This design comes from an exercise in tuning for small area and a short achievable clock period on the open sky130 flow, not from production work. Where RTL was checked, it was by simulation tests only, not by an equivalence proof against the original.

==> run E <==
## line_decoder
module line_decoder (
    input  wire         clk,
    input  wire         rst,
    input  wire         in_valid,
    input  wire [144:0] in_code,
    output reg          out_valid,
    output reg  [127:0] out_data,
    output reg  [16:0]  out_check,
    output reg  [1:0]   out_status
);
    reg         r_valid;
    reg [144:0] r_code;
    reg         m_valid;
    reg [144:0] m_data;
    reg [7:0]   m_s1;
    reg [7:0]   m_c;
    reg         m_fc, m_fs, m_fd;
  ...
Settings: LEC_CHECK=0, CAP_MARGIN=40, CORE_MARGIN=2, CORE_UTILIZATION=40, SLEW_MARGIN=30, SYNTH_HIERARCHICAL=1; clock period 40.0 ns.
run.sh (not shown) runs the stock make flow with config.mk's settings and CLKGATE_MAP_FILE= SYNTH_SCRIPT=/design/flow/synth_recipe.tcl, a recipe that flattens the netlist after the stock synthesis.
==> run F (differences from run E) <==
==> flow/flow/run.sh (new file) <==
#!/bin/bash
# Standard ORFS layout (the standard.sh), with the port buffers made from
# the smallest plain buffer instead of the default delay-buffer cell.
set -euo pipefail
bash standard.sh "BUFFER_PORTS_ARGS=-buffer_cell sky130_fd_sc_hd__buf_1" finish > standard.log 2>&1
==> flow/standard.sh (new file) <==
#!/bin/bash
# synth_recipe.tcl (not shown) runs the flow's synth.tcl, then flattens the netlist and writes it again
# the make line also repeats each setting of config.mk as NAME=value (left out here)
make -C /OpenROAD-flow-scripts/flow DESIGN_CONFIG=/design/flow/config.mk WORK_HOME=/design/flow/orfs CLKGATE_MAP_FILE= SYNTH_SCRIPT=/design/flow/synth_recipe.tcl "${@:-finish}"
removed: flow/run.sh
==> summary.txt <==
Placed design
  – Hpwl dp: 65.7 mm
  – Post-Place Cell Area: 0.0254 mm2

Timing
  – Max_slew headroom: 36.9%
  – Setup Skew: 0.0220 ns

Finish
  – Buffer share of cell area: 12.7%
  – Post-route cell area: 0.0271 mm2
  – Share of cells above drive strength 1: 6.99%
  – P&R area growth vs syn: 28.7%

Setup path
  – FF-to-FF setup slack: 30.93 ns
  – Critical Path AT: 1.49 ns

Status
  – Status: timing/DRC/antenna clean

Routing
  – M1 WL: 34.4 mm
  – Pre-antenna DRT Iters: 5
That was run E.
==> summary.txt <==
Finish
  – Share of cells above drive strength 1: 7.32%
  – Post-route cell area: 0.0254 mm2

Setup path
  – FF-to-FF setup slack: 31.45 ns
  – Critical Path AT: 1.16 ns

Status
  – Status: timing/DRC/antenna clean

Routing
  – M1 WL: 35.2 mm

Placed design
  – Post-Place Cell Area: 0.0236 mm2

Timing
  – Setup Skew: 0.0423 ns
  – Max_slew headroom: 37.2%
That was run F.

* * *

==> 05-01 <==
line_decoder, a different RTL version from the one above (not shown whole).
// line_decoder
module line_decoder (
    input  wire         clk,
    input  wire         rst,
    input  wire         in_valid,
    input  wire [144:0] in_code,
    output reg          out_valid,
    output reg  [127:0] out_data,
    output reg  [16:0]  out_check,
    output reg  [1:0]   out_status
);
clock: 40.0 ns
lec_check: 0
cap_margin: 10
core_margin: 2
core_utilization: 72
cts_buf_list: sky130_fd_sc_hd__clkbuf_8
cts_cluster_diameter: 60
cts_cluster_size: 16
slew_margin: 10
synth_hierarchical: 1
standard.sh (not shown) runs the stock make flow with config.mk's settings and CLKGATE_MAP_FILE= SYNTH_SCRIPT=/design/flow/synth_recipe.tcl, a recipe that flattens the netlist after the stock synthesis.
==> flow/flow/run.sh <==
#!/bin/bash
# Standard ORFS layout (the standard.sh) with two changes:
#  - port buffers use the smallest plain buffer (buf_1) instead of the default delay cell;
#  - clock tree synthesis without dummy load cells.
set -euo pipefail
bash standard.sh \
  "BUFFER_PORTS_ARGS=-buffer_cell sky130_fd_sc_hd__buf_1" \
  "CTS_ARGS=-sink_clustering_enable -repair_clock_nets -dont_use_dummy_load -sink_clustering_size 16 -sink_clustering_max_diameter 60 -buf_list sky130_fd_sc_hd__clkbuf_8" \
  finish > standard.log 2>&1
==> 03-15: changes against 05-01 <==
Settings changed: CORE_UTILIZATION 72 to 55.
==> 08-04: changes against 05-01 <==
Settings changed: CORE_UTILIZATION 72 to 65.
==> run summary <==
DR vias: 15680
final net count: 2462
status: finished clean
standard-cell rows: 69
area added between synthesis and finish: 12.14%
end point of the critical path: out_data[92]
Placed Instances: 2733
Slowest cell on crit path: sky130_fd_sc_hd__dfxtp_1
required time of the critical path: 32.00 ns
clock skew: 0.08048 ns
maximum clock rate: 109.3 MHz
Overall Global Routing Usage: 34.64%
arrival time of the worst setup path: 1.15 ns
Source of the figures above: 03-15

==> run summary <==
clock skew: 0.08734 ns
required time of the critical path: 40.44 ns
standard-cell rows: 60
Slowest cell on crit path: sky130_fd_sc_hd__xor2_1
end point of the critical path: m_e[2]
Placed Instances: 2613
area added between synthesis and finish: 11.32%
status: finished clean
arrival time of the worst setup path: 9.63 ns
final net count: 2461
DR vias: 17310
Hold/Removal Path Class: reg -> reg
Source of the figures above: 05-01

==> run summary <==
status: finished clean
area added between synthesis and finish: 11.60%
Slowest cell on crit path: sky130_fd_sc_hd__dfxtp_1
required time of the critical path: 32.00 ns
final net count: 2460
Placed Instances: 2662
clock skew: 0.06609 ns
standard-cell rows: 63
end point of the critical path: out_data[17]
Source of the figures above: 08-04


* * *

==> job 6592 <==
Another version of the RTL of line_decoder (not shown whole).
export LEC_CHECK = 0
export CAP_MARGIN = 40
export CORE_MARGIN = 2
export CORE_UTILIZATION = 55
export CTS_BUF_LIST = sky130_fd_sc_hd__clkbuf_16
export CTS_CLUSTER_DIAMETER = 100
export CTS_CLUSTER_SIZE = 27
export SLEW_MARGIN = 30
export SYNTH_HIERARCHICAL = 1
create_clock -name core_clock -period 40.0 [get_ports {clk}]
==> flow/flow/run.sh <==
#!/bin/bash
# Standard ORFS layout (the standard.sh), with the port buffers made from
# the smallest plain buffer instead of the default delay-buffer cell.
set -euo pipefail
bash standard.sh "BUFFER_PORTS_ARGS=-buffer_cell sky130_fd_sc_hd__buf_1" finish > standard.log 2>&1
==> job 3130 (differences from job 6592) <==
==> flow/flow/run.sh (replaced) <==
#!/bin/bash
# Standard ORFS layout (the standard.sh) with two changes:
#  - port buffers use the smallest plain buffer (buf_1) instead of the default delay cell;
#  - clock tree synthesis without dummy load cells.
set -euo pipefail
bash standard.sh \
  "BUFFER_PORTS_ARGS=-buffer_cell sky130_fd_sc_hd__buf_1" \
  "CTS_ARGS=-sink_clustering_enable -repair_clock_nets -dont_use_dummy_load -sink_clustering_size 24 -sink_clustering_max_diameter 80 -buf_list sky130_fd_sc_hd__clkbuf_16" \
  finish > standard.log 2>&1
CAP_MARGIN = 10   (was 40)
CTS_CLUSTER_DIAMETER = 80   (was 100)
CTS_CLUSTER_SIZE = 24   (was 27)
SLEW_MARGIN = 10   (was 30)
==> job 7438 (differences from job 6592) <==
==> flow/flow/run.sh (replaced) <==
#!/bin/bash
# Standard ORFS layout (the standard.sh) with two changes:
#  - port buffers use the smallest plain buffer (buf_1) instead of the default delay cell;
#  - clock tree synthesis without dummy load cells.
set -euo pipefail
bash standard.sh \
  "BUFFER_PORTS_ARGS=-buffer_cell sky130_fd_sc_hd__buf_1" \
  "CTS_ARGS=-sink_clustering_enable -repair_clock_nets -dont_use_dummy_load -sink_clustering_size 16 -sink_clustering_max_diameter 60 -buf_list sky130_fd_sc_hd__clkbuf_8" \
  finish > standard.log 2>&1
CTS_BUF_LIST = sky130_fd_sc_hd__clkbuf_8   (was sky130_fd_sc_hd__clkbuf_16)
CTS_CLUSTER_DIAMETER = 60   (was 100)
CTS_CLUSTER_SIZE = 16   (was 27)
==> run summary <==
metric                                                                   job 6592                   job 7438                    job 3130
Flip-flop and latch share of the layout cell area                           40.9%                      41.0%                       41.3%
M3 GR Usage                                                                 9.31%                      11.6%                       8.75%
GR Util met1                                                                47.1%                      46.2%                       47.5%
Met2 routed wirelength                                                   28900 µm                   29100 µm                    29600 µm
Result of the run                                        timing/DRC/antenna clean   timing/DRC/antenna clean    timing/DRC/antenna clean
Initial detailed-routing violation count                                     1883                       1877                        1873
Clock tree root driver cell                            sky130_fd_sc_hd__clkbuf_16  sky130_fd_sc_hd__clkbuf_8  sky130_fd_sc_hd__clkbuf_16
Total Routing Usage GR                                                      35.0%                      35.3%                       35.0%
Worst path arrival time                                                   1.09 ns                    1.15 ns                     1.11 ns
Final cell area excluding filler cells                                  22600 µm²                  22600 µm²                   22400 µm²
Total Routed Length                                                      68100 µm                   68600 µm                    68400 µm
Detailed-route via count                                                    15700                      15900                       15800
Wire length on met3                                                       7350 µm                    7930 µm                     7720 µm
Area of combinational cells with multiple inputs                        10600 µm²                  10600 µm²                   10500 µm²
Transition time at the pin with the least slew margin                    0.951 ns                   0.978 ns                     1.31 ns
F_max                                                                   0.110 GHz                  0.109 GHz                   0.110 GHz
Met2 track demand over resource                                             53.2%                      54.0%                       54.0%
Worst-case hold slack                                                    0.365 ns                   0.340 ns                    0.349 ns
Level count of the clock H-tree                                                 1                          2                           1
Via count of the first global-routing pass                                  15500                      15600                       15300
Non-clock buffer total of the final layout                                    343                        344                         317
Function was not checked in any run of this note: the RTL went through the layout flow alone.

-- re-timing with driven ports --
The flow's constraints put no driver on any port. The routed layouts listed below were extracted and timed again, unchanged, in two steps.
Step 1, drivers: a clkbuf_16 drives clk and a buf_2 each remaining input, both assumed.
Step 2, shift: input delay + t, output delay - t, t = (earliest + latest rising clock arrival at the registers) / 2. This alone moves slack from input paths to output paths.
Three values: no drivers, after step 1, after step 2; two values: the first two.
run | t (ns) | slack for setup (ns) | latest minus earliest clock arrival (ns)
run E | 0.657 | 30.506 / 30.450 / 30.930 | 0.025 / 0.025
run F | 0.648 | 30.843 / 30.789 / 31.437 | 0.054 / 0.054
05-01 | 0.612 | 30.814 / 30.804 / 30.814 | 0.098 / 0.098
03-15 | 0.653 | 30.854 / 30.802 / 31.455 | 0.106 / 0.106
08-04 | 0.600 | 30.904 / 30.852 / 31.452 | 0.075 / 0.075
job 6592 | 0.606 | 30.913 / 30.854 / 31.460 | 0.031 / 0.032
job 3130 | 0.605 | 30.895 / 30.837 / 31.411 | 0.079 / 0.079
job 7438 | 0.655 | 30.854 / 30.803 / 31.459 | 0.093 / 0.093
After both steps setup and hold are still met in every run listed.
